Source: an optimization exercise on an open RTL-to-GDS flow (aim: small area). Production flows keep margins and buffers that such runs may drop. The RTL was checked by simulation tests, not by an equivalence proof against the original design. No activity file was given, so power comes from the tool's default toggle rates.

===== flow/run.sh =====
#!/bin/bash
# The standard layout (bash standard.sh), with the port buffers that
# placement inserts made the smallest buffer cell instead of the default.
set -euo pipefail
export BUFFER_PORTS_ARGS="-buffer_cell sky130_fd_sc_hd__buf_1"
bash standard.sh > standard_flow.log 2>&1

===== design.v =====
module tod_counter (
    input             clk,
    input             rst_n,
    input             cmd_valid,
    output            cmd_ready,
    input      [31:0] cmd_w6,
    input      [31:0] cmd_w7,
    input      [31:0] cmd_w8,
    input      [31:0] cmd_w9,
    output reg        cpl_valid,
    output            cpl_ok,
    output     [31:0] cpl_res0,
    output     [31:0] cpl_res1,
    output     [31:0] tod_ns,
    output     [31:0] tod_frac,
    output     [29:0] tod_subsec,
    output     [31:0] tod_wraps,
    output     [63:0] tod_inc,
    output reg        pps,
    output reg        wrap
);
    localparam [20:0] MOD5   = 21'd1_953_125;       
    localparam [20:0] NEGTOP = 21'd1_690_981;       
    localparam [3:0] C_IDLE = 4'd0;
    localparam [3:0] C_TAKE = 4'd1;                 
    localparam [3:0] C_W    = 4'd13;                
    localparam [3:0] C_STEP = 4'd14;                
    function [64:0] radd(input [63:0] a, input [63:0] b, input cin, input integer w);
        integer i;
        reg c;
        begin
            radd = 65'd0;
            c = cin;
            for (i = 0; i < 64; i = i + 1) begin
                if (i < w) begin
                    radd[i] = a[i] ^ b[i] ^ c;
                    c = (a[i] & b[i]) | (c & (a[i] ^ b[i]));
                end
            end
            radd[64] = c;
            for (i = 0; i < 64; i = i + 1)
                if (i == w) radd[i] = c;
        end
    endfunction
    function [65:0] fadd(input [63:0] a, input [63:0] b);
        reg [63:0] g, p;
        reg [64:0] c;
        reg [15:0] bg, bp;
        reg        g01, p01, g23, p23;
        integer i, j, l, s;
        begin
            g = a & b;
            p = a ^ b;
            for (j = 0; j < 16; j = j + 1) begin
                g01 = g[4*j+1] | (p[4*j+1] & g[4*j]);
                p01 = p[4*j+1] & p[4*j];
                g23 = g[4*j+3] | (p[4*j+3] & g[4*j+2]);
                p23 = p[4*j+3] & p[4*j+2];
                bg[j] = g23 | (p23 & g01);
                bp[j] = p23 & p01;
            end
            for (l = 0; l < 4; l = l + 1)
                for (j = 0; j < 16; j = j + 1)
                    if ((j >> l) & 1) begin
                        s = ((j >> l) << l) - 1;
                        bg[j] = bg[j] | (bp[j] & bg[s]);
                        bp[j] = bp[j] & bp[s];
                    end
            for (j = 0; j < 16; j = j + 1) begin
                c[4*j]   = (j == 0) ? 1'b0 : bg[j-1];
                c[4*j+1] = g[4*j] | (p[4*j] & c[4*j]);
                c[4*j+2] = g[4*j+1] | (p[4*j+1] & g[4*j]) | (p[4*j+1] & p[4*j] & c[4*j]);
                c[4*j+3] = g[4*j+2] | (p[4*j+2] & g[4*j+1]) | (p[4*j+2] & p[4*j+1] & g[4*j]) |
                           (p[4*j+2] & p[4*j+1] & p[4*j] & c[4*j]);
            end
            c[64] = bg[15];
            fadd = {c[32], c[64], p ^ c[63:0]};
        end
    endfunction
    function gtk(input [31:0] x, input [31:0] k);
        integer i;
        begin
            gtk = 1'b0;
            for (i = 0; i < 32; i = i + 1)
                gtk = k[i] ? (x[i] & gtk) : (x[i] | gtk);
        end
    endfunction
    function [20:0] mred(input [21:0] x);
        reg [21:0] m;
        reg [22:0] br;
        integer i;
        begin
            m = {1'b0, MOD5};
            br[0] = 1'b0;
            for (i = 0; i < 22; i = i + 1)
                br[i+1] = m[i] ? (~x[i] | br[i]) : (~x[i] & br[i]);
            for (i = 0; i < 21; i = i + 1)
                mred[i] = x[i] ^ (~br[22] & (m[i] ^ br[i]));
        end
    endfunction
    reg [63:0] acc;
    reg [29:0] subsec;
    reg [31:0] wraps;
    reg [23:0] dinc;        
    reg [31:0] hold;        
    reg [3:0]  cnt;         
    reg        dec_set, dec_step, dec_rate, dec_bad, dec_r2;
    reg        kprev;       
    wire       inc_s = dinc[23];
    assign tod_ns     = acc[63:32];
    assign tod_frac   = acc[31:0];
    assign tod_subsec = subsec;
    assign tod_wraps  = wraps;
    assign tod_inc    = {30'd0, ~inc_s, {9{inc_s}}, dinc};
    wire [2:0] kind = cmd_w6[2:0];
    wire       lock = cmd_w6[8];
    wire       w9z  = (cmd_w9 == 32'd0);
    wire       rsv_w6   = (|cmd_w6[31:9]) | (|cmd_w6[7:3]);
    wire       rsv_word = ((kind == 3'd2 || kind == 3'd3) && !w9z) ||
                          ((kind == 3'd4) && ((cmd_w7 | cmd_w8 | cmd_w9) != 32'd0));
    wire       rsv_lock = lock && (kind == 3'd3 || kind == 3'd4);
    wire       bad_rsv  = rsv_w6 | rsv_word | rsv_lock;
    wire       bad_kind = kind[2] | (kind[1] & kind[0]);
    wire       bad_sub  = (kind == 3'd0) && gtk(cmd_w8, 32'd999_999_999);
    wire       inc_ok   = ((cmd_w8 == 32'd1) && gtk(cmd_w7, 32'hFFBE_76C8)) ||
                          ((cmd_w8 == 32'd2) && !gtk(cmd_w7, 32'h0041_8937));
    wire       bad_inc  = (kind == 3'd2) && !inc_ok;
    wire       bad      = bad_rsv | bad_kind | bad_sub | bad_inc;
    wire       r2       = bad_rsv | (!bad_kind & (bad_sub | bad_inc));
    wire       at_take = (cnt == C_TAKE);
    wire       at_w    = (cnt == C_W);
    wire       at_step = (cnt == C_STEP);
    assign cmd_ready   = (at_take & !dec_step) | at_step;
    wire       accept  = rst_n & cmd_ready;
    wire       a_set   = rst_n & at_take & dec_set;
    wire       a_rate  = rst_n & at_take & dec_rate;
    wire       a_step  = rst_n & at_step;
    wire       mod_on  = dec_step & (cnt != C_IDLE) & (cnt < C_W);
    wire       keep    = rst_n & !a_set;                
    wire       plain   = keep & !a_step;                
    wire        d_s   = cmd_w8[31];
    wire [64:0] r_st  = radd({46'd0, cmd_w8[30:13]}, {43'd0, d_s ? NEGTOP : 21'd0}, 1'b0, 21);
    wire [35:0] dq    = {cmd_w8[12:0], cmd_w7[31:9]};
    reg  [2:0]  chunk;
    always @(*) begin
        case (cnt)
            4'd1:    chunk = dq[35:33];
            4'd2:    chunk = dq[32:30];
            4'd3:    chunk = dq[29:27];
            4'd4:    chunk = dq[26:24];
            4'd5:    chunk = dq[23:21];
            4'd6:    chunk = dq[20:18];
            4'd7:    chunk = dq[17:15];
            4'd8:    chunk = dq[14:12];
            4'd9:    chunk = dq[11:9];
            4'd10:   chunk = dq[8:6];
            4'd11:   chunk = dq[5:3];
            default: chunk = dq[2:0];
        endcase
    end
    wire [64:0] w_sum = radd({43'd0, subsec[29:9]}, {43'd0, hold[20:0]}, 1'b0, 21);
    wire [20:0] r1    = mred({hold[20:0], chunk[2]});
    wire [20:0] r2m   = mred({r1, chunk[1]});
    wire [21:0] x3    = at_w ? w_sum[21:0] : {r2m, chunk[0]};
    wire [20:0] r3    = mred(x3);
    wire [23:0] dinc_sel = a_rate ? cmd_w7[23:0] : dinc;
    wire        sel_s    = dinc_sel[23];
    wire [63:0] inc_sel  = {30'd0, ~sel_s, {9{sel_s}}, dinc_sel};
    wire [63:0] op_a  = acc & {64{keep}};
    wire [63:0] op_b  = inc_sel & {64{keep}};
    wire [63:0] op_c  = {cmd_w7, cmd_w9} & {64{a_set | a_step}};
    wire [63:0] cs_s  = op_a ^ op_b ^ op_c;
    wire [63:0] cs_c  = (op_a & op_b) | (op_a & op_c) | (op_b & op_c);
    wire [65:0] acc_n = fadd(cs_s, {cs_c[62:0], 1'b0});
    wire        c_lo1  = cs_c[31];
    wire        c_lo2  = acc_n[65];
    wire        carry64 = acc_n[64];
    wire [1:0]  inc_hi = {~sel_s, sel_s} & {2{keep}};
    wire [8:0]  lo_e   = a_step ? cmd_w7[8:0] : (a_set ? cmd_w8[8:0] : 9'd0);
    wire [64:0] lo_p1  = radd({55'd0, subsec[8:0] & {9{keep}}}, {55'd0, lo_e}, c_lo1, 9);
    wire [64:0] lo_pre = radd({54'd0, lo_p1[9:0]}, {62'd0, inc_hi}, 1'b0, 10);
    reg  [10:0] lo_ones;
    reg  [20:0] hi_ones;
    integer oi;
    always @(*) begin
        lo_ones[0] = 1'b1;
        for (oi = 1; oi < 11; oi = oi + 1)
            lo_ones[oi] = lo_ones[oi-1] & lo_pre[oi-1];
    end
    wire [10:0] lo_sum = lo_pre[10:0] ^ (lo_ones & {11{c_lo2}});
    wire [1:0]  k_hi   = lo_sum[10:9];
    wire [20:0] hi_w   = a_step ? hold[20:0] :
                         (a_set ? cmd_w8[29:9] : (subsec[29:9] & {21{keep}}));
    wire [2:0]  hi_j   = {1'b0, k_hi} + {2'd0, a_step & kprev};
    wire [2:0]  hi_lo  = {1'b0, hi_w[1:0]} + hi_j;
    always @(*) begin
        hi_ones[2] = 1'b1;
        for (oi = 3; oi < 21; oi = oi + 1)
            hi_ones[oi] = hi_ones[oi-1] & hi_w[oi-1];
    end
    wire [20:0] hi_sum = {hi_w[20:2] ^ (hi_ones[20:2] & {19{hi_lo[2]}}), hi_lo[1:0]};
    wire        hi_ge  = (hi_sum[20:2] == MOD5[20:2]) && (hi_sum[1:0] != 2'd0);
    wire [20:0] hi_out = hi_ge ? {19'd0, hi_sum[1:0] - 2'd1} : hi_sum;
    reg  [31:0] wr_ones;
    integer wi;
    always @(*) begin
        wr_ones[0] = 1'b1;
        for (wi = 1; wi < 32; wi = wi + 1)
            wr_ones[wi] = wr_ones[wi-1] & wraps[wi-1];
    end
    wire [31:0] wraps_inc = wraps ^ (wr_ones & {32{carry64 & plain}});
    always @(posedge clk) begin
        acc    <= acc_n[63:0];
        subsec <= {hi_out, lo_sum[8:0]};
        wraps  <= wraps_inc & {32{rst_n}};
        dinc   <= dinc_sel & {24{rst_n}};
        pps    <= plain & hi_ge;
        wrap   <= plain & carry64;
        kprev  <= k_hi[0];
    end
    always @(posedge clk) begin
        if (!rst_n || accept || (cnt == C_IDLE && !cmd_valid))
            cnt <= C_IDLE;
        else
            cnt <= cnt + 4'd1;
        cpl_valid <= accept;
        if (cnt == C_IDLE) begin
            dec_set  <= !bad && (kind == 3'd0);
            dec_step <= !bad && (kind == 3'd1);
            dec_rate <= !bad && (kind == 3'd2);
            dec_bad  <= bad;
            dec_r2   <= r2;
        end
        if (cnt == C_IDLE)
            hold[20:0] <= r_st[20:0];
        else if (mod_on | at_w)
            hold[20:0] <= r3;
        else
            hold[20:0] <= acc[52:32];
        hold[31:21] <= acc[63:53];
    end
    assign cpl_ok   = !dec_bad;
    assign cpl_res0 = dec_bad  ? {30'd0, dec_r2, !dec_r2} :
                      dec_rate ? acc[63:32] : hold;
    assign cpl_res1 = (dec_bad | dec_rate) ? 32'd0 : acc[63:32];
endmodule

===== constraint.sdc =====
create_clock -name core_clock -period 12.0 [get_ports {clk}]
set_input_delay 2.4000 -clock core_clock [delete_from_list [all_inputs] [get_ports {clk}]]
set_output_delay 2.4000 -clock core_clock [all_outputs]
set_load 0.01 [all_outputs]

===== standard.sh =====
#!/bin/bash
# synth_recipe.tcl (not shown) runs the flow's synth.tcl, then flattens the netlist and writes it again
# the make line also repeats each setting of config.mk as NAME=value (left out here)
make -C /OpenROAD-flow-scripts/flow DESIGN_CONFIG=/design/flow/config.mk WORK_HOME=/design/flow/orfs CLKGATE_MAP_FILE= SYNTH_SCRIPT=/design/flow/synth_recipe.tcl "${@:-finish}"

===== config.mk =====
export PLATFORM = sky130hd
export DESIGN_NAME = tod_counter
export DESIGN_NICKNAME = tod_counter
export VERILOG_FILES = /design/flow/design.v
export SDC_FILE = /design/flow/constraint.sdc
export NUM_CORES = 4
export LEC_CHECK = 0
export ABC_AREA = 1
export CAP_MARGIN = 20
export CORE_MARGIN = 2
export CORE_UTILIZATION = 40
export CTS_BUF_LIST = sky130_fd_sc_hd__clkbuf_8 sky130_fd_sc_hd__clkbuf_16
export SLEW_MARGIN = 20

==> results.py, run 1 <==
metrics = {
    "status": {
        "status": "complete, no violations",
    },
    "pwr": {
        "seqPwrFrac_pct": 34.9,
        "clockPowerShare_pct": 26.8,
        "ir_drop_uv": 104.5,
        "p_leak_nw": 8.849,
        "power.density_mw_per_mm2": 116.9,
        "swShare_pct": 42.25,
        "p_comb_share_pct": 38.3,
        "p_int_mw": 1.265,
        "switchingPower_mw": 0.9253,
    },
    "placement": {
        "numPortBuffers": 359,
        "pre_cts_ws_ns": 0.2277,
        "gp_congestion": 0.9662,
        "post-dp-hpwl_mm": 48.96,
    },
    "synthesis": {
        "synth_cells": 2318,
        "syn-cell-area_mm2": 0.01636,
        "yosysUniqueCellTypes": 60,
        "yosys.area.top_type": "dfxtp_1",
        "synth_top_cell_area_share_pct": 23.25,
        "post-synth-top-count-cell": "inv_1",
        "syn_area_per_cell_um2": 7.058,
        "synth_ff_type": "dfxtp_1",
        "synth-edff-count": 5,
        "ys_seq_area_share_pct": 24.17,
        "synthTopCellsByArea": "dfxtp_1, fa_1, ha_1",
        "ys_async_sr_fraction_pct": 0,
        "ys_warn_count": 1,
        "ys_ff_latch": 195,
        "synthTopCellsByCount": "inv_1, nor2_1, nand2_1",
    },
    "sta": {
        "setup_slack_ns": 0.6743,
        "relSlewSlack_pct": 33.25,
        "worstMarginPinSlew_ns": 0.9922,
        "slew_violations": 0,
        "min_period_ns": 11.33,
        "setup_viol": 0,
        "tns_ns": 0,
        "finalHoldViolations": 0,
        "final.period_utilization_pct": 94.38,
        "fmax_mhz": 88.29,
        "finClkSkew_ns": 0.01295,
        "rsz0062_at_grt": "no",
    },
    "job": {
        "drv_cap": 0,
    },
    "layout": {
        "layout.nets": 2996,
        "area_delta_synth_final_pct": 14.52,
        "drive_above_1_share_pct": 5.002,
        "n_fill_cell": 4290,
        "fin_util_pct": 46.20,
    },
    "clock_network": {
        "cts-root-buf": "clkbuf_16",
        "postCtsSetupBuffers": 0,
        "clk_path_buf_depth": 2,
        "cts.sinks": 195,
        "clk_latency_ns": 0.48,
        "clk_pin_slew_ns": 0.08,
        "cts_tree": "done",
        "ctsHtreeMaxLevel": 4,
        "cts_buffers": 17,
        "cts_resized": 0,
        "holdBufCountCts": 0,
    },
    "floorplanning": {
        "die_area_mm2": 0.04253,
        "die_w_um": 206.2,
        "num_io_pins": 390,
        "core_mm2": 0.04055,
        "rows": 74,
        "floorplan.initialDensity_pct": 40.34,
        "die_h_um": 206.2,
    },
    "setup_path": {
        "worstPathRequired_ns": 12.37,
        "crit_buf_inv": 12,
        "worstSetupStartpointType": "input port",
        "critPathTopFamily": "adder cells",
        "slowest_stage": "or4_1",
        "rr_endpoint": "subsec[9]$_DFF_P_",
        "end_kind": "flip-flop",
        "reg2reg_depth": 43,
        "crit_type": "in2reg",
        "max_stage_delay_ns": 0.49,
        "reg2reg_setup_slack_ns": 1.84,
        "cp.depth": 40,
        "reg2reg_from": "cnt[2]$_SDFF_PP0_",
        "cp_max_fo": 29,
        "cp_common_cell": "fa_1",
        "cp.arrival_ns": 11.70,
    },
    "global_route": {
        "grt_max_degree": 63,
        "antenna_found_initial": 8,
        "grt_first_pass_wirelength_mm": 89.10,
        "grt-ovfl-total": 0,
        "grt_pass1_vias": 16060,
        "grt_use_total_pct": 27.85,
    },
    "routing": {
        "first_pass_iters": 5,
        "vias": 16460,
        "routedWlPerCell_um": 18.52,
        "drc": 0,
        "vias_per_cell": 5.153,
        "wirelength_mm": 59.15,
        "ant_nets": 0,
        "drtIter0Drc": 1180,
    },
    "hold_path": {
        "min_path_type": "reg2reg",
        "min_delay_path_depth": 0,
        "whs_endpoint": "hold[22]$_DFF_P_",
        "hold_start": "acc[54]$_DFF_P_",
    },
}
[stage by stage]
step / std cells / power, mW / area (um^2) / hold WS, ns
after floorplan: 2347 / 1.385 / 16470 / 0.3932
after global placement: 3159 / 1.591 / 18110 / 0.3567
after detailed placement: 3159 / 1.607 / 18120 / 0.3583
after CTS: 3190 / 2.200 / 18690 / 0.3728
after global routing: 3193 / 2.343 / 18730 / 0.3850
final: 3194 / 2.190 / 18740 / 0.3761
[worst max-delay path by stage]
stage,startpoint,end
2_1_floorplan,rst_n,subsec[23]$_SDFF_PP0_
3_3_place_gp,rst_n,subsec[9]$_DFF_P_
3_5_place_dp,rst_n,subsec[9]$_DFF_P_
4_1_cts,rst_n,subsec[9]$_DFF_P_
5_1_grt,rst_n,subsec[9]$_DFF_P_
6_report,rst_n,subsec[9]$_DFF_P_
[routing by layer]
layer	part of all wire (%)	vias up	global-route usage [%]
met5	0.088	-	0
met2	49	606	48.27
met4	3.3	8	10.31
li1	-	7969	-
met1	41	7766	33.84
met3	6.9	109	5.913
[area by class of cell]
cell class,count,area [um^2],area share (%)
antenna,3,7.507,0.04007
clock buffer,17,425.4,2.271
sequential,195,3954,21.10
clock inverter,14,148.9,0.7947
tap,532,665.6,3.553
timing repair buffer,396,1649,8.802
inverter,428,1610,8.595
multi-input combinational,1609,10270,54.84
[registers in the layout, indices dropped and copies added (netlist names)]
signal,flops
acc,64
wrap,1
dec_step,1
cnt,4
cpl_valid,1
wraps,32
dec_rate,1
dec_r2,1
dec_set,1
subsec,30
kprev,1
dec_bad,1
pps,1
hold,32
dinc,24
[power by group through the flow]
stage / Sequential (mW) / Combinational [mW] / Clock [mW]
floorplan: 0.769 / 0.616 / 0
global placement: 0.779 / 0.812 / 0
detailed placement: 0.780 / 0.827 / 0
CTS: 0.765 / 0.834 / 0.600
global route: 0.771 / 0.950 / 0.621
finish: 0.764 / 0.839 / 0.586
[placed cells by master (no fill, tap or decap), drive strengths merged, types with 4 or more instances in the layout]
cell type,synthesis,layout
inv,426,433
nand4,31,31
a31oi,11,11
o21ai,149,149
nand3,107,107
clkinv,2,6
fa,91,91
nand2,363,363
nor4,39,39
nor3,30,30
edfxtp,5,5
ha,127,127
o211ai,6,6
clkbuf,52,17
xor2,49,49
a21boi,4,4
dfxtp,190,190
nand3b,5,5
buf,63,396
o31ai,4,4
a21oi,136,136
xnor2,26,26
or2,10,10
nor2,340,340
o21bai,6,6
a221oi,17,17
conb,1,30
[kinds of logic after synthesis]
family	count (synthesis)	share of synthesized area (%)
buffers and inverters	543	13.80
muxes	1	0.06119
and+or+nand+nor	932	25.01
xor gates and xnor gates	75	4.015
AOI/OAI and AO/OA	353	12.08
DFF	195	24.17
other	1	0.02292
adders and majority gates	218	20.85
==> inputs of run 2 (changes only) <==
--- a/config.mk
+++ b/config.mk
@@ -9,5 +9,4 @@
 export CAP_MARGIN = 20
 export CORE_MARGIN = 2
 export CORE_UTILIZATION = 40
-export CTS_BUF_LIST = sky130_fd_sc_hd__clkbuf_8 sky130_fd_sc_hd__clkbuf_16
 export SLEW_MARGIN = 20
==> results.py, run 2 <==
metrics = {
    "status": {
        "status": "complete, no violations",
    },
    "sta": {
        "tns_ns": 0,
        "finalHoldViolations": 0,
        "finClkSkew_ns": 0.01295,
        "setup_slack_ns": 0.6743,
        "worstMarginPinSlew_ns": 0.9922,
        "setup_viol": 0,
        "min_period_ns": 11.33,
        "fmax_mhz": 88.29,
        "final.period_utilization_pct": 94.38,
        "slew_violations": 0,
        "hold_slack_ns": 0.3761,
        "rsz0062_at_grt": "no",
        "relSlewSlack_pct": 33.25,
    },
    "layout": {
        "layout.nets": 2996,
        "drive_above_1_share_pct": 5.002,
        "mostFrequentLayoutCells": "inv_1, buf_1, nor2_1",
        "final_common_cell": "inv_1",
        "final_cells": 3194,
        "largest_registers": "acc: 64 flops, hold: 32 flops, wraps: 32 flops",
        "stdcell_area_mm2": 0.01874,
        "largest_reg_flops": 64,
        "top_register": "acc",
        "n_fill_cell": 4290,
        "area_delta_synth_final_pct": 14.52,
    },
    "floorplanning": {
        "rows": 74,
        "floorplan.initialDensity_pct": 40.34,
        "num_io_pins": 390,
        "die_area_mm2": 0.04253,
        "die_h_um": 206.2,
        "die_w_um": 206.2,
        "core_mm2": 0.04055,
    },
    "setup_path": {
        "critPathLaunch": "rst_n",
        "end_kind": "flip-flop",
        "max_stage_delay_ns": 0.49,
        "cp.arrival_ns": 11.70,
        "cp_max_fo": 29,
        "slowest_stage": "or4_1",
        "reg2reg_from": "cnt[2]$_SDFF_PP0_",
        "worstPathRequired_ns": 12.37,
        "reg2reg_depth": 43,
        "cp_common_cell": "fa_1",
        "reg2reg_setup_slack_ns": 1.84,
        "rr_endpoint": "subsec[9]$_DFF_P_",
        "crit_type": "in2reg",
        "worstSetupStartpointType": "input port",
    },
    "synthesis": {
        "yosys.area.top_type": "dfxtp_1",
        "synth_top_cell_area_share_pct": 23.25,
        "ys_ff_latch": 195,
        "syn-cell-area_mm2": 0.01636,
        "yosysUniqueCellTypes": 60,
        "ys_async_sr_fraction_pct": 0,
        "ys_seq_area_share_pct": 24.17,
        "synth_ff_type": "dfxtp_1",
        "ys_warn_count": 1,
        "synthTopCellsByArea": "dfxtp_1, fa_1, ha_1",
        "synth_cells": 2318,
        "synth-edff-count": 5,
        "synthTopCellsByCount": "inv_1, nor2_1, nand2_1",
        "syn_area_per_cell_um2": 7.058,
        "post-synth-top-count-cell": "inv_1",
    },
    "global_route": {
        "grtUsageMet2_pct": 48.27,
        "grt_first_pass_wirelength_mm": 89.10,
        "grt_pass1_vias": 16060,
        "grt-ovfl-total": 0,
        "grt_max_degree": 63,
        "use_met3_pct": 5.913,
        "grt_use_total_pct": 27.85,
        "grt-busiest-layer": "met2",
        "antenna_found_initial": 8,
        "met1_usage_pct": 33.84,
    },
    "hold_path": {
        "min_path_type": "reg2reg",
        "min_delay_path_depth": 0,
        "hold_start": "acc[54]$_DFF_P_",
        "whs_endpoint": "hold[22]$_DFF_P_",
    },
    "routing": {
        "routedWlPerCell_um": 18.52,
        "ant_nets": 0,
        "wirelength_mm": 59.15,
        "vias_per_cell": 5.153,
        "drtIter0Drc": 1180,
        "vias": 16460,
        "drc": 0,
        "first_pass_iters": 5,
    },
    "placement": {
        "numPortBuffers": 359,
        "pre_cts_ws_ns": 0.2277,
        "postPlaceCellArea_mm2": 0.01812,
        "placed_cells": 3159,
        "post-dp-hpwl_mm": 48.96,
        "gp_congestion": 0.9662,
    },
    "clock_network": {
        "clk_pin_slew_ns": 0.08,
        "ctsHtreeMaxLevel": 4,
        "cts-root-buf": "clkbuf_16",
        "cts.sinks": 195,
        "cts_buffers": 17,
        "clk_path_buf_depth": 2,
        "postCtsSetupBuffers": 0,
        "cts_tree": "done",
        "clk_latency_ns": 0.48,
    },
    "job": {
        "drv_cap": 0,
    },
    "pwr": {
        "ir_drop_uv": 104.5,
        "power.density_mw_per_mm2": 116.9,
        "p_leak_nw": 8.849,
    },
}
## run 2: cell counts after synthesis
No cell type changed its count.
## run 2: what timing repair did
action / in CTS / in global routing
endpoints found under the setup margin: 0 / 14
hold buffers: 0 / 0
resized for setup: 0 / 2
## run 2: per-layer routing
metal  part of all wire [%]  vias to the layer above
li1                       -                     7969
met1                     41                     7766
met2                     49                      606
met3                    6.9                      109
met4                    3.3                        8
met5                  0.088                        -
## run 2: cells by family after synthesis
logic type | after synthesis | synth area share, %
flops | 195 | 24.17
buf+inv | 543 | 13.80
compound gates | 353 | 12.08
mux | 1 | 0.06119
simple gates | 932 | 25.01
xor+xnor | 75 | 4.015
fa+ha+maj | 218 | 20.85
other cells | 1 | 0.02292
## run 2: metrics by stage
step	total power [mW]	util (%)
floorplan	1.385	-
global placement	1.591	44.67
detailed placement	1.607	44.67
CTS	2.200	46.09
global route	2.343	46.19
finish	2.190	46.20
## run 2: how the worst max path moves through the flow
stage | to | depth (start not counted)
6_report | subsec[9]$_DFF_P_ | 40
5_1_grt | subsec[9]$_DFF_P_ | 60
4_1_cts | subsec[9]$_DFF_P_ | 37
3_5_place_dp | subsec[9]$_DFF_P_ | 40
3_3_place_gp | subsec[9]$_DFF_P_ | 40
2_1_floorplan | subsec[23]$_SDFF_PP0_ | 63
## run 2: area by class of cell
cell class,count,area [um^2],area share (%)
diodes,3,7.507,0.04007
clock buffers,17,425.4,2.271
clock inverters,14,148.9,0.7947
inverters,428,1610,8.595
multi-input cells,1609,10270,54.84
flip-flops and latches,195,3954,21.10
well taps,532,665.6,3.553
repair buffers,396,1649,8.802
## run 2: critical path, delay by kind of cell
kind | cells | cell delay (ns)
buffers and inverters | 12 | 1.51
AND/OR/NAND/NOR | 10 | 1.79
XOR/XNOR | 3 | 0.46
adder cells (fa/ha/maj) | 15 | 5.53
## run 2: power breakdown
part / total (mW) / internal (mW) / switching (mW)
sequential: 0.764 / 0.707 / 0.0575
clock: 0.586 / 0.293 / 0.294
combinational: 0.839 / 0.265 / 0.574
==> inputs of run 3 (changes only) <==
--- a/config.mk
+++ b/config.mk
@@ -9,4 +9,6 @@
 export CAP_MARGIN = 20
 export CORE_MARGIN = 2
 export CORE_UTILIZATION = 40
+export CTS_BUF_LIST = sky130_fd_sc_hd__clkbuf_8
+export CTS_CLUSTER_SIZE = 8
 export SLEW_MARGIN = 20
==> results.py, run 3 <==
metrics = {
    "layout": {
        "mostFrequentLayoutCells": "inv_1, buf_1, nor2_1",
        "layout.nets": 2996,
        "stdcell_area_mm2": 0.01854,
        "final_common_cell": "inv_1",
        "largest_reg_flops": 64,
        "area_delta_synth_final_pct": 13.32,
        "drive_above_1_share_pct": 5.002,
        "top_register": "acc",
        "largest_registers": "acc: 64 flops, hold: 32 flops, wraps: 32 flops",
        "n_fill_cell": 4316,
    },
    "global_route": {
        "grt_first_pass_wirelength_mm": 89.01,
        "met1_usage_pct": 33.84,
        "antenna_found_initial": 8,
        "grt-ovfl-total": 0,
        "grt_max_degree": 63,
        "grt_use_total_pct": 27.84,
        "grtUsageMet2_pct": 48.45,
        "grt_pass1_vias": 16070,
        "use_met3_pct": 5.976,
        "grt-busiest-layer": "met2",
    },
    "synthesis": {
        "synthTopCellsByCount": "inv_1, nor2_1, nand2_1",
        "yosys.area.top_type": "dfxtp_1",
        "ys_warn_count": 1,
        "ys_async_sr_fraction_pct": 0,
        "synth_ff_type": "dfxtp_1",
        "post-synth-top-count-cell": "inv_1",
        "syn-cell-area_mm2": 0.01636,
        "synth-edff-count": 5,
        "synth_top_cell_area_share_pct": 23.25,
        "syn_area_per_cell_um2": 7.058,
        "yosysUniqueCellTypes": 60,
        "synth_cells": 2318,
        "ys_seq_area_share_pct": 24.17,
        "synthTopCellsByArea": "dfxtp_1, fa_1, ha_1",
        "ys_ff_latch": 195,
    },
    "clock_network": {
        "clk_latency_ns": 0.54,
        "cts_buffers": 17,
        "cts-root-buf": "clkbuf_8",
        "postCtsSetupBuffers": 0,
        "holdBufCountCts": 0,
        "cts_tree": "done",
        "clk_pin_slew_ns": 0.10,
        "ctsHtreeMaxLevel": 4,
        "clk_path_buf_depth": 2,
        "cts.sinks": 195,
    },
    "sta": {
        "fmax_mhz": 88.58,
        "finClkSkew_ns": 0.01969,
        "min_period_ns": 11.29,
        "relSlewSlack_pct": 32.92,
        "final.period_utilization_pct": 94.08,
        "finalHoldViolations": 0,
        "rsz0062_at_grt": "no",
        "setup_viol": 0,
        "tns_ns": 0,
        "worstMarginPinSlew_ns": 0.9970,
        "slew_violations": 0,
    },
    "pwr": {
        "ir_drop_uv": 72.02,
        "power.density_mw_per_mm2": 110.4,
        "p_leak_nw": 8.760,
    },
    "routing": {
        "vias": 16390,
        "vias_per_cell": 5.134,
        "drtIter0Drc": 1152,
        "routedWlPerCell_um": 18.49,
        "wirelength_mm": 59.04,
        "drc": 0,
        "ant_nets": 0,
        "first_pass_iters": 5,
    },
    "setup_path": {
        "cp_max_fo": 29,
        "critPathLaunch": "rst_n",
        "reg2reg_depth": 43,
        "worstPathRequired_ns": 12.43,
        "cp.arrival_ns": 11.72,
        "end_kind": "flip-flop",
        "max_stage_delay_ns": 0.49,
        "worstSetupStartpointType": "input port",
        "cp_common_cell": "fa_1",
        "reg2reg_from": "cnt[2]$_SDFF_PP0_",
        "reg2reg_setup_slack_ns": 1.78,
        "slowest_stage": "or4_1",
        "crit_type": "in2reg",
        "rr_endpoint": "subsec[9]$_DFF_P_",
    },
    "floorplanning": {
        "die_h_um": 206.2,
        "core_mm2": 0.04055,
        "floorplan.initialDensity_pct": 40.34,
        "die_area_mm2": 0.04253,
        "rows": 74,
        "die_w_um": 206.2,
        "num_io_pins": 390,
    },
    "placement": {
        "postPlaceCellArea_mm2": 0.01812,
        "post-dp-hpwl_mm": 48.96,
        "gp_congestion": 0.9662,
        "numPortBuffers": 359,
    },
    "hold_path": {
        "min_delay_path_depth": 0,
        "min_path_type": "reg2reg",
        "whs_endpoint": "hold[21]$_DFF_P_",
        "hold_start": "acc[53]$_DFF_P_",
    },
    "job": {
        "drv_cap": 0,
    },
    "status": {
        "status": "complete, no violations",
    },
}
## run 3: cell types whose count changed in the layout (fill, tap and decap cells not counted)
cell / change
diode_2: -1
buf_6: -1
clkbuf_16: -17
clkbuf_8: +17
buf_4: +1
## run 3: cell type report
cell class | count | area [um^2] | share of cell area [%]
Antenna cell | 2 | 5.005 | 0.02700
Clock buffer | 17 | 234.0 | 1.262
Clock inverter | 14 | 148.9 | 0.8032
Inverter | 428 | 1610 | 8.687
Multi-Input combinational cell | 1609 | 10270 | 55.43
Sequential cell | 195 | 3954 | 21.33
Tap cell | 532 | 665.6 | 3.591
Timing Repair Buffer | 396 | 1645 | 8.876
## run 3: repair_timing
| item | CTS | global route |
|---|---|---|
| endpoints found under the setup margin | 0 | 12 |
| endpoints found under the hold margin | 0 | 0 |
| gates resized for setup | 0 | 1 |
## run 3: how the worst max path moves through the flow
stage	endpoint	slack [ns]	depth (start not counted)
6_report	subsec[9]$_DFF_P_	0.71	40
5_1_grt	subsec[9]$_DFF_P_	0.007	62
4_1_cts	subsec[9]$_DFF_P_	0.76	37
3_5_place_dp	subsec[9]$_DFF_P_	0.23	40
3_3_place_gp	subsec[9]$_DFF_P_	0.35	40
2_1_floorplan	subsec[23]$_SDFF_PP0_	0.08	63
## run 3: power breakdown
group          internal (mW)  switching (mW)  total (mW)
sequential             0.707          0.0578       0.765
combinational          0.265           0.573       0.838
clock                  0.170           0.274       0.444
total                   1.14           0.904        2.05
## run 3: cell families after synthesis
family	after synthesis	share of synthesized area, %
adders and majority gates	218	20.85
DFF	195	24.17
buffers and inverters	543	13.80
other	1	0.02292
AOI/OAI and AO/OA	353	12.08
muxes	1	0.06119
and+or+nand+nor	932	25.01
xor gates and xnor gates	75	4.015
## run 3: worst max-delay path: cells and delay by family
| kind | cells | cell delay [ns] |
|---|---|---|
| adders and majority gates | 15 | 5.56 |
| and+or+nand+nor | 10 | 1.78 |
| xor gates and xnor gates | 3 | 0.45 |
| buffers and inverters | 12 | 1.49 |
## run 3: metal layers
| layer | wire (um) | vias up |
|---|---|---|
| met5 | 55 | - |
| met4 | 1821 | 8 |
| met3 | 4423 | 102 |
| met2 | 28760 | 600 |
| met1 | 23990 | 7731 |
| li1 | - | 7953 |
## run 3: per-stage QoR
step	setup slack [ns]	std cells	power [mW]	hold WS (ns)	util (%)
2_1_floorplan	0.07796	2347	1.385	0.3932	-
3_3_place_gp	0.3464	3159	1.591	0.3567	44.67
3_5_place_dp	0.2277	3159	1.607	0.3583	44.67
4_1_cts	0.7643	3190	2.055	0.3775	45.62
5_1_grt	0.006542	3193	2.203	0.3899	45.71
6_report	0.7105	3193	2.047	0.3772	45.71
==> inputs of run 4 (changes only) <==
--- a/config.mk
+++ b/config.mk
@@ -10,5 +10,6 @@
 export CORE_MARGIN = 2
 export CORE_UTILIZATION = 40
 export CTS_BUF_LIST = sky130_fd_sc_hd__clkbuf_8
-export CTS_CLUSTER_SIZE = 8
+export CTS_CLUSTER_DIAMETER = 25
+export CTS_CLUSTER_SIZE = 10
 export SLEW_MARGIN = 20
==> results.py, run 4 <==
metrics = {
    "pwr": {
        "power.density_mw_per_mm2": 110.4,
        "ir_drop_uv": 72.02,
        "finalPower_mw": 2.047,
        "p_leak_nw": 8.760,
    },
    "synthesis": {
        "syn_area_per_cell_um2": 7.058,
        "yosys.area.top_type": "dfxtp_1",
        "yosysUniqueCellTypes": 60,
        "synthTopCellsByCount": "inv_1, nor2_1, nand2_1",
        "synth_ff_type": "dfxtp_1",
        "ys_ff_latch": 195,
        "synth_cells": 2318,
        "ys_warn_count": 1,
        "synth_top_cell_area_share_pct": 23.25,
        "synth-edff-count": 5,
        "ys_async_sr_fraction_pct": 0,
        "syn-cell-area_mm2": 0.01636,
        "ys_seq_area_share_pct": 24.17,
        "post-synth-top-count-cell": "inv_1",
        "synthTopCellsByArea": "dfxtp_1, fa_1, ha_1",
    },
    "layout": {
        "largest_reg_flops": 64,
        "area_delta_synth_final_pct": 13.32,
        "mostFrequentLayoutCells": "inv_1, buf_1, nor2_1",
        "layout.nets": 2996,
        "drive_above_1_share_pct": 5.002,
        "largest_registers": "acc: 64 flops, hold: 32 flops, wraps: 32 flops",
        "final_common_cell": "inv_1",
        "top_register": "acc",
        "fin_util_pct": 45.71,
    },
    "sta": {
        "finClkSkew_ns": 0.01969,
        "setup_viol": 0,
        "slew_violations": 0,
        "relSlewSlack_pct": 32.92,
        "final.period_utilization_pct": 94.08,
        "worstMarginPinSlew_ns": 0.9970,
        "finalHoldViolations": 0,
        "setup_slack_ns": 0.7105,
        "tns_ns": 0,
        "rsz0062_at_grt": "no",
        "fmax_mhz": 88.58,
        "min_period_ns": 11.29,
    },
    "setup_path": {
        "cp_common_cell": "fa_1",
        "critPathTopFamily": "adder cells",
        "slowest_stage": "or4_1",
        "end_kind": "flip-flop",
        "crit_type": "in2reg",
        "cp_max_fo": 29,
        "cp.arrival_ns": 11.72,
        "worstPathRequired_ns": 12.43,
        "worstSetupStartpointType": "input port",
        "max_stage_delay_ns": 0.49,
        "crit_buf_inv": 12,
    },
    "hold_path": {
        "min_path_type": "reg2reg",
    },
    "clock_network": {
        "clk_latency_ns": 0.54,
        "postCtsSetupBuffers": 0,
        "holdBufCountCts": 0,
        "cts_tree": "done",
        "ctsHtreeMaxLevel": 4,
        "cts-root-buf": "clkbuf_8",
        "clk_path_buf_depth": 2,
        "clk_pin_slew_ns": 0.10,
        "cts_buffers": 17,
        "cts.sinks": 195,
    },
    "global_route": {
        "grt_use_total_pct": 27.84,
        "grt_max_degree": 63,
        "grt_pass1_vias": 16070,
        "grt_first_pass_wirelength_mm": 89.01,
        "antenna_found_initial": 8,
        "grt-ovfl-total": 0,
    },
    "floorplanning": {
        "core_mm2": 0.04055,
        "floorplan.initialDensity_pct": 40.34,
        "die_h_um": 206.2,
        "die_w_um": 206.2,
        "num_io_pins": 390,
        "die_area_mm2": 0.04253,
        "rows": 74,
    },
    "routing": {
        "ant_nets": 0,
        "vias_per_cell": 5.134,
        "first_pass_iters": 5,
        "drtIter0Drc": 1152,
        "vias": 16390,
        "wirelength_mm": 59.04,
        "routedWlPerCell_um": 18.49,
        "drc": 0,
    },
    "job": {
        "drv_cap": 0,
    },
    "placement": {
        "numPortBuffers": 359,
        "post-dp-hpwl_mm": 48.96,
        "gp_congestion": 0.9662,
        "pre_cts_ws_ns": 0.2277,
    },
    "status": {
        "status": "complete, no violations",
    },
}
-- run 4: layer usage --
layer  up-vias  GRT usage (%)  wire, um
li1       7953              -         -
met4         8          9.745      1821
met2       600          48.45     28760
met5         -              0        55
met3       102          5.976      4423
met1      7731          33.84     23990
-- run 4: power by group --
group	internal (mW)	total (mW)	switching, mW
Clock	0.170	0.444	0.274
Sequential	0.707	0.765	0.0578
Combinational	0.265	0.838	0.573
-- run 4: cell type report --
| type | count | area, um^2 |
|---|---|---|
| clock buffers | 17 | 234.0 |
| clock inverters | 14 | 148.9 |
| well taps | 532 | 665.6 |
| multi-input cells | 1609 | 10270 |
| flip-flops and latches | 195 | 3954 |
| repair buffers | 396 | 1645 |
| fillers | 4316 | 22020 |
| diodes | 2 | 5.005 |
| inverters | 428 | 1610 |
-- run 4: final timing paths --
kind                                          end              start  slack, ns  cells past startpoint
worst min register to register   hold[21]$_DFF_P_    acc[53]$_DFF_P_       0.38                      0
worst max register to register  subsec[9]$_DFF_P_  cnt[2]$_SDFF_PP0_       1.78                     43
worst max-delay path            subsec[9]$_DFF_P_              rst_n       0.71                     40
worst min-delay path             hold[21]$_DFF_P_    acc[53]$_DFF_P_       0.38                      0
-- run 4: cells by family after synthesis --
logic type | after synthesis | share of synthesized area (%)
adder cells (fa/ha/maj) | 218 | 20.85
flip-flops | 195 | 24.17
other | 1 | 0.02292
AND/OR/NAND/NOR | 932 | 25.01
XOR/XNOR | 75 | 4.015
AO/OA/AOI/OAI | 353 | 12.08
multiplexers | 1 | 0.06119
buffers and inverters | 543 | 13.80
-- run 4: stage by stage --
step                      hold WS [ns]  cell area (um^2)  instances
after floorplan                 0.3932             16470       2347
after global placement          0.3567             18110       3159
after detailed placement        0.3583             18120       3159
after CTS                       0.3775             18500       3190
after global routing            0.3899             18540       3193
final                           0.3772             18540       3193
-- run 4: what timing repair did --
item | in CTS | in global routing
endpoints found under the setup margin | 0 | 12
resized for setup | 0 | 1
hold endpoints to repair | 0 | 0
==> inputs of run 5 (changes only) <==
--- a/config.mk
+++ b/config.mk
@@ -10,6 +10,5 @@
 export CORE_MARGIN = 2
 export CORE_UTILIZATION = 40
 export CTS_BUF_LIST = sky130_fd_sc_hd__clkbuf_8
-export CTS_CLUSTER_DIAMETER = 25
-export CTS_CLUSTER_SIZE = 10
+export CTS_CLUSTER_SIZE = 12
 export SLEW_MARGIN = 20
==> results.py, run 5 <==
metrics = {
    "floorplanning": {
        "num_io_pins": 390,
        "core_mm2": 0.04055,
        "die_area_mm2": 0.04253,
        "rows": 74,
        "die_h_um": 206.2,
        "die_w_um": 206.2,
        "floorplan.initialDensity_pct": 40.34,
    },
    "setup_path": {
        "end_kind": "flip-flop",
        "crit_type": "in2reg",
        "max_stage_delay_ns": 0.49,
        "worstSetupStartpointType": "input port",
        "cp_max_fo": 29,
        "reg2reg_from": "cnt[2]$_SDFF_PP0_",
        "worstPathRequired_ns": 12.43,
        "critPathTopFamily": "adder cells",
        "critPathLaunch": "rst_n",
        "slowest_stage": "or4_1",
        "cp_common_cell": "fa_1",
        "cp.arrival_ns": 11.72,
        "crit_buf_inv": 12,
    },
    "layout": {
        "mostFrequentLayoutCells": "inv_1, buf_1, nor2_1",
        "stdcell_area_mm2": 0.01854,
        "largest_reg_flops": 64,
        "top_register": "acc",
        "seqCellArea_mm2": 0.003954,
        "fin_util_pct": 45.71,
        "layout.nets": 2996,
        "drive_above_1_share_pct": 5.002,
        "n_fill_cell": 4316,
        "multi_input_area_mm2": 0.01027,
        "final_common_cell": "inv_1",
        "largest_registers": "acc: 64 flops, hold: 32 flops, wraps: 32 flops",
        "area_delta_synth_final_pct": 13.32,
    },
    "synthesis": {
        "syn-cell-area_mm2": 0.01636,
        "synth_top_cell_area_share_pct": 23.25,
        "yosysUniqueCellTypes": 60,
        "ys_seq_area_share_pct": 24.17,
        "ys_ff_latch": 195,
        "synthTopCellsByArea": "dfxtp_1, fa_1, ha_1",
        "synth_cells": 2318,
        "synthTopCellsByCount": "inv_1, nor2_1, nand2_1",
        "synth_ff_type": "dfxtp_1",
        "ys_async_sr_fraction_pct": 0,
        "synth-edff-count": 5,
        "ys_warn_count": 1,
        "yosys.area.top_type": "dfxtp_1",
        "post-synth-top-count-cell": "inv_1",
        "syn_area_per_cell_um2": 7.058,
    },
    "clock_network": {
        "clk_path_buf_depth": 2,
        "clk_latency_ns": 0.54,
        "postCtsSetupBuffers": 0,
        "cts_tree": "done",
        "clk_pin_slew_ns": 0.10,
        "ctsHtreeMaxLevel": 4,
        "cts-root-buf": "clkbuf_8",
        "cts.sinks": 195,
        "cts_buffers": 17,
    },
    "hold_path": {
        "min_path_type": "reg2reg",
        "hold_start": "acc[53]$_DFF_P_",
    },
    "status": {
        "status": "complete, no violations",
    },
    "sta": {
        "relSlewSlack_pct": 32.92,
        "setup_viol": 0,
        "slew_violations": 0,
        "final.period_utilization_pct": 94.08,
        "finalHoldViolations": 0,
        "fmax_mhz": 88.58,
        "rsz0062_at_grt": "no",
        "finClkSkew_ns": 0.01969,
        "worstMarginPinSlew_ns": 0.9970,
        "tns_ns": 0,
        "min_period_ns": 11.29,
    },
    "routing": {
        "drtIter0Drc": 1152,
        "drc": 0,
        "vias": 16390,
        "routedWlPerCell_um": 18.49,
        "wirelength_mm": 59.04,
        "ant_nets": 0,
        "first_pass_iters": 5,
        "vias_per_cell": 5.134,
    },
    "job": {
        "drv_cap": 0,
    },
    "global_route": {
        "grt_first_pass_wirelength_mm": 89.01,
        "grt-ovfl-total": 0,
        "grt_pass1_vias": 16070,
        "grt_max_degree": 63,
        "grt_use_total_pct": 27.84,
        "antenna_found_initial": 8,
    },
    "pwr": {
        "ir_drop_uv": 72.02,
        "p_comb_share_pct": 40.9,
        "p_int_mw": 1.142,
        "power.density_mw_per_mm2": 110.4,
        "switchingPower_mw": 0.9043,
        "seqPwrFrac_pct": 37.4,
        "p_leak_nw": 8.760,
        "swShare_pct": 44.18,
        "clockPowerShare_pct": 21.7,
    },
    "placement": {
        "post-dp-hpwl_mm": 48.96,
        "postPlaceCellArea_mm2": 0.01812,
        "gp_congestion": 0.9662,
        "numPortBuffers": 359,
    },
}
[run 5: cell counts in the layout (fill, tap and decap cells not counted)]
No cell type changed its count.
[run 5: path summary, 6_finish.rpt]
| check | to | depth (start not counted) | slack, ns |
|---|---|---|---|
| worst max-delay path | subsec[9]$_DFF_P_ | 40 | 0.71 |
| worst min register to register | hold[21]$_DFF_P_ | 0 | 0.38 |
| worst min-delay path | hold[21]$_DFF_P_ | 0 | 0.38 |
| worst max register to register | subsec[9]$_DFF_P_ | 43 | 1.78 |
[run 5: logic make-up (layout without fill, tap and decap cells)]
| kind of cell | Yosys count | after routing | share of synthesized area [%] |
|---|---|---|---|
| buf+inv | 543 | 855 | 13.80 |
| compound gates | 353 | 353 | 12.08 |
| mux | 1 | 1 | 0.06119 |
| xor+xnor | 75 | 75 | 4.015 |
| other cells | 1 | 32 | 0.02292 |
| simple gates | 932 | 932 | 25.01 |
| fa+ha+maj | 218 | 218 | 20.85 |
| flops | 195 | 195 | 24.17 |
[run 5: per-layer routing]
metal / part of all wire, % / GRT usage (%) / up-vias
met5: 0.093 / 0 / -
met4: 3.1 / 9.745 / 8
met3: 7.5 / 5.976 / 102
met2: 49 / 48.45 / 600
met1: 41 / 33.84 / 7731
li1: - / - / 7953
[run 5: worst reg2reg max path: cells and delay by family (launching register included)]
family	cells	cell delay [ns]
XOR/XNOR	3	0.46
adder cells (fa/ha/maj)	16	6.02
buffers and inverters	12	1.23
flip-flops	1	0.38
AND/OR/NAND/NOR	12	2.02
[run 5: what timing repair did]
item,CTS,global route
resized for setup,0,1
hold buffers,0,0
endpoints found under the setup margin,0,12
endpoints found under the hold margin,0,0
[run 5: stage by stage]
step / total power, mW / hold slack (ns) / cells / worst slack, ns
6_report: 2.047 / 0.3772 / 3193 / 0.7105
2_1_floorplan: 1.385 / 0.3932 / 2347 / 0.07796
3_3_place_gp: 1.591 / 0.3567 / 3159 / 0.3464
5_1_grt: 2.203 / 0.3899 / 3193 / 0.006542
3_5_place_dp: 1.607 / 0.3583 / 3159 / 0.2277
4_1_cts: 2.055 / 0.3775 / 3190 / 0.7643
[run 5: power groups by stage]
stage	clock [mW]	sequential, mW	combinational [mW]
floorplan	0	0.769	0.616
global placement	0	0.779	0.812
detailed placement	0	0.780	0.827
CTS	0.456	0.765	0.834
global route	0.481	0.771	0.951
finish	0.444	0.765	0.838
[run 5: cell type report]
class                      instances  share of cell area [%]
multi-input combinational       1609                   55.43
clock inverter                    14                  0.8032
inverter                         428                   8.687
antenna                            2                 0.02700
timing repair buffer             396                   8.876
clock buffer                      17                   1.262
tap                              532                   3.591
sequential                       195                   21.33
==> inputs of run 6 (changes only) <==
==> flow/run.sh (replaced) <==
#!/bin/bash
# The standard layout (bash standard.sh), with two changes to how it is
# made: the port buffers that placement inserts are the smallest buffer
# cell, and the buffers that synthesis (abc) inserted are removed at
# floorplan, leaving placement's repair to buffer what needs it.
set -euo pipefail
export BUFFER_PORTS_ARGS="-buffer_cell sky130_fd_sc_hd__buf_1"
export REMOVE_ABC_BUFFERS=1
bash standard.sh > standard_flow.log 2>&1
==> results.py, run 6 <==
metrics = {
    "routing": {
        "first_pass_iters": 5,
        "vias_per_cell": 5.116,
        "met1_length_mm": 25.67,
        "vias": 16340,
        "drc": 0,
        "routedWlPerCell_um": 18.56,
        "routed.top_layer": "met5",
        "routed-wl-met2_mm": 27.45,
        "wirelength_mm": 59.28,
        "wl_met3_mm": 4.210,
        "ant_nets": 0,
        "drtIter0Drc": 911,
    },
    "layout": {
        "mostFrequentLayoutCells": "inv_1, buf_1, nor2_1",
        "n_fill_cell": 4329,
        "stdcell_area_mm2": 0.01850,
        "final_cells": 3194,
        "final_common_cell": "inv_1",
        "top_register": "acc",
        "largest_reg_flops": 64,
        "layout.nets": 2994,
        "fin_util_pct": 45.63,
        "drive_above_1_share_pct": 5.006,
        "area_delta_synth_final_pct": 13.10,
        "largest_registers": "acc: 64 flops, hold: 32 flops, wraps: 32 flops",
    },
    "setup_path": {
        "worstPathRequired_ns": 12.43,
        "cp_max_fo": 9,
        "worstSetupStartpointType": "input port",
        "end_kind": "flip-flop",
        "cp_common_cell": "fa_1",
        "cp.arrival_ns": 11.53,
        "max_stage_delay_ns": 0.51,
        "crit_type": "in2reg",
        "reg2reg_depth": 43,
        "slowest_stage": "or4_1",
    },
    "global_route": {
        "grt_use_total_pct": 27.73,
        "grt_max_degree": 63,
        "antenna_found_initial": 15,
        "grt_first_pass_wirelength_mm": 88.93,
        "grt_pass1_vias": 15840,
        "grt-ovfl-total": 0,
    },
    "sta": {
        "final.period_utilization_pct": 92.47,
        "min_period_ns": 11.10,
        "finalHoldViolations": 0,
        "setup_viol": 0,
        "hold_slack_ns": 0.3810,
        "tns_ns": 0,
        "rsz0062_at_grt": "no",
        "relSlewSlack_pct": 34.72,
        "worstMarginPinSlew_ns": 0.9782,
        "slew_violations": 0,
        "finClkSkew_ns": 0.02579,
        "setup_slack_ns": 0.9030,
        "fmax_mhz": 90.11,
    },
    "job": {
        "drv_cap": 0,
    },
    "hold_path": {
        "min_delay_path_depth": 0,
        "min_path_type": "reg2reg",
    },
    "synthesis": {
        "syn-cell-area_mm2": 0.01636,
        "syn_area_per_cell_um2": 7.058,
        "synth_cells": 2318,
        "ys_seq_area_share_pct": 24.17,
        "synth_ff_type": "dfxtp_1",
        "synthTopCellsByCount": "inv_1, nor2_1, nand2_1",
        "synthTopCellsByArea": "dfxtp_1, fa_1, ha_1",
        "ys_warn_count": 1,
        "ys_async_sr_fraction_pct": 0,
        "yosys.area.top_type": "dfxtp_1",
        "post-synth-top-count-cell": "inv_1",
        "synth_top_cell_area_share_pct": 23.25,
        "ys_ff_latch": 195,
        "yosysUniqueCellTypes": 60,
        "synth-edff-count": 5,
    },
    "placement": {
        "numPortBuffers": 359,
        "post-dp-hpwl_mm": 48.42,
        "pre_cts_ws_ns": 0.2078,
        "placed_cells": 3158,
        "gp_congestion": 0.9608,
        "postPlaceCellArea_mm2": 0.01811,
    },
    "floorplanning": {
        "rows": 74,
        "num_io_pins": 390,
        "core_mm2": 0.04055,
        "die_h_um": 206.2,
        "die_w_um": 206.2,
        "floorplan.initialDensity_pct": 40.34,
        "die_area_mm2": 0.04253,
    },
    "clock_network": {
        "cts_buffers": 17,
        "clk_pin_slew_ns": 0.11,
        "postCtsSetupBuffers": 0,
        "clk_path_buf_depth": 2,
        "ctsHtreeMaxLevel": 4,
        "cts_tree": "done",
        "clk_latency_ns": 0.54,
        "cts-root-buf": "clkbuf_8",
        "cts.sinks": 195,
    },
    "pwr": {
        "finalPower_mw": 2.033,
        "ir_drop_uv": 69.13,
        "power.density_mw_per_mm2": 109.9,
        "p_leak_nw": 8.725,
    },
    "status": {
        "status": "complete, no violations",
    },
}
-- run 6: cell type report --
class | count | area [um^2] | area share [%]
diodes | 5 | 12.51 | 0.06762
clock buffers | 18 | 247.7 | 1.339
clock inverters | 13 | 118.9 | 0.6424
inverters | 428 | 1610 | 8.703
multi-input cells | 1609 | 10280 | 55.58
flip-flops and latches | 195 | 3954 | 21.37
well taps | 532 | 665.6 | 3.598
repair buffers | 394 | 1610 | 8.703
-- run 6: cells by family (layout without fill, tap and decap cells) --
group | count (synthesis) | count (layout) | synth area share, %
AOI/OAI and AO/OA | 353 | 353 | 12.08
xor gates and xnor gates | 75 | 75 | 4.015
adders and majority gates | 218 | 218 | 20.85
buffers and inverters | 543 | 853 | 13.80
DFF | 195 | 195 | 24.17
muxes | 1 | 1 | 0.06119
other | 1 | 35 | 0.02292
and+or+nand+nor | 932 | 932 | 25.01
-- run 6: path summary, 6_finish.rpt --
| kind | start | end | slack (ns) |
|---|---|---|---|
| worst max-delay path | rst_n | subsec[9]$_DFF_P_ | 0.90 |
| worst min-delay path | acc[56]$_DFF_P_ | hold[24]$_DFF_P_ | 0.38 |
| worst max register to register | cnt[1]$_SDFF_PP0_ | subsec[9]$_DFF_P_ | 2.00 |
| worst min register to register | acc[56]$_DFF_P_ | hold[24]$_DFF_P_ | 0.38 |
-- run 6: what timing repair did --
item	CTS	global route
resized for setup	0	6
endpoints found under the setup margin	0	14
hold buffers	0	0
hold endpoints to repair	0	0
-- run 6: worst max-delay path: cells and delay by family --
family	cells	cell delay, ns
AND/OR/NAND/NOR	11	1.86
AO/OA/AOI/OAI	1	0.11
XOR/XNOR	3	0.45
adder cells (fa/ha/maj)	15	5.47
buffers and inverters	12	1.23
-- run 6: report_power, final --
| part | switching [mW] | internal [mW] | total, mW |
|---|---|---|---|
| clock network | 0.278 | 0.155 | 0.433 |
| registers | 0.0558 | 0.707 | 0.763 |
| logic | 0.572 | 0.266 | 0.837 |
-- run 6: routing by layer --
layer | global-route usage (%) | vias to the layer above
met2 | 45.47 | 543
met1 | 35.56 | 7704
met3 | 6.323 | 120
met5 | 0 | -
met4 | 10.28 | 20
li1 | - | 7954
==> inputs of run 7 (changes only) <==
--- a/design.v
+++ b/design.v
@@ -61,8 +61,15 @@
             end
             for (l = 0; l < 4; l = l + 1)
                 for (j = 0; j < 16; j = j + 1)
-                    if ((j >> l) & 1) begin
-                        s = ((j >> l) << l) - 1;
+                    if (((j + 1) % (2 << l)) == 0) begin
+                        s = j - (1 << l);
+                        bg[j] = bg[j] | (bp[j] & bg[s]);
+                        bp[j] = bp[j] & bp[s];
+                    end
+            for (l = 2; l >= 0; l = l - 1)
+                for (j = 0; j < 16; j = j + 1)
+                    if (j >= (3 << l) - 1 && ((j + 1 - (3 << l)) % (2 << l)) == 0) begin
+                        s = j - (1 << l);
                         bg[j] = bg[j] | (bp[j] & bg[s]);
                         bp[j] = bp[j] & bp[s];
                     end
@@ -135,7 +142,6 @@
     wire       a_set   = rst_n & at_take & dec_set;
     wire       a_rate  = rst_n & at_take & dec_rate;
     wire       a_step  = rst_n & at_step;
-    wire       mod_on  = dec_step & (cnt != C_IDLE) & (cnt < C_W);
     wire       keep    = rst_n & !a_set;                
     wire       plain   = keep & !a_step;                
     wire        d_s   = cmd_w8[31];
@@ -233,10 +239,10 @@
         end
         if (cnt == C_IDLE)
             hold[20:0] <= r_st[20:0];
-        else if (mod_on | at_w)
+        else if (cmd_ready)
+            hold[20:0] <= acc[52:32];
+        else
             hold[20:0] <= r3;
-        else
-            hold[20:0] <= acc[52:32];
         hold[31:21] <= acc[63:53];
     end
     assign cpl_ok   = !dec_bad;
==> flow/run.sh (replaced) <==
#!/bin/bash
# The standard layout (bash standard.sh), with the port buffers that
# placement inserts made the smallest buffer cell instead of the default.
set -euo pipefail
export BUFFER_PORTS_ARGS="-buffer_cell sky130_fd_sc_hd__buf_1"
bash standard.sh > standard_flow.log 2>&1
--- a/config.mk
+++ b/config.mk
@@ -9,6 +9,4 @@
 export CAP_MARGIN = 20
 export CORE_MARGIN = 2
 export CORE_UTILIZATION = 40
-export CTS_BUF_LIST = sky130_fd_sc_hd__clkbuf_8
-export CTS_CLUSTER_SIZE = 12
 export SLEW_MARGIN = 20
==> results.py, run 7 <==
metrics = {
    "status": {
        "status": "complete, no violations",
    },
    "global_route": {
        "grt_pass1_vias": 15730,
        "grt_use_total_pct": 27.10,
        "antenna_found_initial": 18,
        "grt_first_pass_wirelength_mm": 87.35,
        "grt-ovfl-total": 0,
        "grt_max_degree": 63,
    },
    "floorplanning": {
        "floorplan.initialDensity_pct": 40.26,
        "die_w_um": 206.0,
        "core_mm2": 0.04055,
        "rows": 74,
        "die_area_mm2": 0.04245,
        "die_h_um": 206.0,
        "num_io_pins": 390,
    },
    "sta": {
        "setup_slack_ns": 0.7583,
        "worstMarginPinSlew_ns": 0.9651,
        "tns_ns": 0,
        "fmax_mhz": 88.95,
        "hold_slack_ns": 0.3799,
        "relSlewSlack_pct": 34.82,
        "setup_viol": 0,
        "min_period_ns": 11.24,
        "finClkSkew_ns": 0.01512,
        "finalHoldViolations": 0,
        "slew_violations": 0,
        "final.period_utilization_pct": 93.68,
    },
    "placement": {
        "placed_cells": 3120,
        "numPortBuffers": 359,
        "post-dp-hpwl_mm": 47.54,
        "postPlaceCellArea_mm2": 0.01793,
        "pre_cts_ws_ns": 0.2135,
        "gp_congestion": 0.9669,
    },
    "synthesis": {
        "ys_warn_count": 1,
        "synth_cells": 2293,
        "synthTopCellsByCount": "nor2_1, inv_1, nand2_1",
        "synth_top_cell_area_share_pct": 23.30,
        "post-synth-top-count-cell": "nor2_1",
        "yosys.area.top_type": "dfxtp_1",
        "syn_area_per_cell_um2": 7.121,
        "synthTopCellsByArea": "dfxtp_1, fa_1, ha_1",
        "syn-cell-area_mm2": 0.01633,
        "ys_async_sr_fraction_pct": 0,
        "yosysUniqueCellTypes": 57,
        "synth_ff_type": "dfxtp_1",
        "ys_seq_area_share_pct": 24.21,
        "synth-edff-count": 5,
        "ys_ff_latch": 195,
    },
    "pwr": {
        "p_int_mw": 1.517,
        "power.density_mw_per_mm2": 158.0,
        "swShare_pct": 48.44,
        "clockPowerShare_pct": 21.1,
        "ir_drop_uv": 97.55,
        "seqPwrFrac_pct": 27.5,
        "p_leak_nw": 8.741,
        "p_comb_share_pct": 51.4,
        "finalPower_mw": 2.943,
        "switchingPower_mw": 1.426,
    },
    "clock_network": {
        "cts_tree": "done",
        "clk_path_buf_depth": 2,
        "ctsHtreeMaxLevel": 4,
        "clk_latency_ns": 0.47,
        "clk_pin_slew_ns": 0.08,
        "cts.sinks": 195,
        "cts-root-buf": "clkbuf_16",
        "cts_buffers": 17,
    },
    "setup_path": {
        "slowest_stage": "fa_1",
        "worstPathRequired_ns": 12.40,
        "cp_common_cell": "fa_1",
        "cp.arrival_ns": 11.64,
        "max_stage_delay_ns": 0.55,
        "crit_type": "in2reg",
        "worstSetupStartpointType": "input port",
        "end_kind": "flip-flop",
        "cp_max_fo": 14,
    },
    "layout": {
        "largest_reg_flops": 64,
        "top_register": "acc",
        "final_cells": 3163,
        "fin_util_pct": 45.93,
        "layout.nets": 2957,
        "n_fill_cell": 4267,
        "drive_above_1_share_pct": 5.072,
        "stdcell_area_mm2": 0.01863,
        "mostFrequentLayoutCells": "nor2_1, inv_1, buf_1",
        "area_delta_synth_final_pct": 14.07,
        "final_common_cell": "nor2_1",
        "largest_registers": "acc: 64 flops, hold: 32 flops, wraps: 32 flops",
    },
    "routing": {
        "routed.top_layer": "met5",
        "routed-wl-met2_mm": 26.86,
        "drtIter0Drc": 903,
        "met1_length_mm": 24.18,
        "ant_nets": 0,
        "wirelength_mm": 57.29,
        "routedWlPerCell_um": 18.11,
        "wl_met3_mm": 4.533,
        "vias": 16210,
        "drc": 0,
        "vias_per_cell": 5.125,
        "first_pass_iters": 5,
    },
    "hold_path": {
        "min_path_type": "reg2reg",
    },
    "job": {
        "drv_cap": 0,
    },
}
[run 7: repair_timing]
action	CTS	global route
buffers inserted	0	1
setup endpoints to repair	0	15
hold buffers	0	0
gates resized for setup	0	7
[run 7: layout make-up]
class                           count  area (um^2)  area share (%)
Inverter                          376         1413           7.584
Clock buffer                       18        439.2           2.358
Clock inverter                     14        182.7          0.9808
Antenna cell                        9        22.52          0.1209
Timing Repair Buffer              385         1559           8.370
Sequential cell                   195         3954           21.23
Multi-Input combinational cell   1634        10390           55.78
Tap cell                          532        665.6           3.574
[run 7: worst paths after layout]
kind	start	to	slack, ns	cells past startpoint
worst max-delay path	rst_n	subsec[10]$_DFF_P_	0.76	41
worst max register to register	subsec[9]$_DFF_P_	hold[1]$_DFF_P_	1.92	34
worst min-delay path	acc[57]$_DFF_P_	hold[25]$_DFF_P_	0.38	0
worst min register to register	acc[57]$_DFF_P_	hold[25]$_DFF_P_	0.38	0
[run 7: metal layers]
layer  up-vias  GRT usage (%)
met3       103          7.285
li1       7919              -
met4        18          8.444
met5         -              0
met2       523          45.60
met1      7646          33.70
[run 7: power groups by stage]
stage / clock network, mW / registers, mW / logic [mW]
2_1_floorplan: 0 / 0.793 / 1.21
3_3_place_gp: 0 / 0.823 / 1.46
3_5_place_dp: 0 / 0.824 / 1.49
4_1_cts: 0.631 / 0.809 / 1.50
5_1_grt: 0.654 / 0.816 / 1.71
6_report: 0.621 / 0.810 / 1.51
[run 7: kinds of logic (layout without fill, tap and decap cells)]
kind of cell | count (synthesis) | count (layout) | synth area share [%]
compound gates | 345 | 345 | 11.57
xor+xnor | 78 | 78 | 4.184
fa+ha+maj | 217 | 217 | 20.81
buf+inv | 493 | 793 | 13.00
flops | 195 | 195 | 24.21
mux | 1 | 1 | 0.06131
other cells | 1 | 39 | 0.02297
simple gates | 963 | 963 | 26.14
[run 7: critical path, delay by kind of cell]
kind | cells | cell delay [ns]
buffers and inverters | 11 | 1.32
and+or+nand+nor | 13 | 2.00
adders and majority gates | 14 | 5.44
muxes | 1 | 0.20
xor gates and xnor gates | 1 | 0.15
AOI/OAI and AO/OA | 1 | 0.12

-- separate check: timing with driven ports --
How much do the figures lean on ideal ports? The routed layouts below were timed once more, with nothing changed but the port constraints. Step 1: set_driving_cell puts a clkbuf_16 on clk and a buf_2 on each other input, an assumption about the parent block. Step 2 moves the port delays by t, midway between the first and last clock arrival at a register: inputs arrive t later, outputs are due t later. That takes back most of the time a late clock gives input paths. a / b / c = ideal / step 1 / step 2; a / b = the first two.
| run | t, ns | setup WS [ns] | cell pins on the clock port's net |
|---|---|---|---|
| run 1 | 0.533 | 0.674 / 0.696 / 0.163 | 1 |
| run 2 | 0.533 | 0.674 / 0.696 / 0.163 | 1 |
| run 3 | 0.585 | 0.710 / 0.729 / 0.144 | 1 |
| run 4 | 0.585 | 0.710 / 0.729 / 0.144 | 1 |
| run 5 | 0.585 | 0.710 / 0.729 / 0.144 | 1 |
| run 6 | 0.574 | 0.903 / 0.927 / 0.353 | 1 |
| run 7 | 0.524 | 0.758 / 0.793 / 0.268 | 1 |
After both steps every run listed still meets setup and hold.
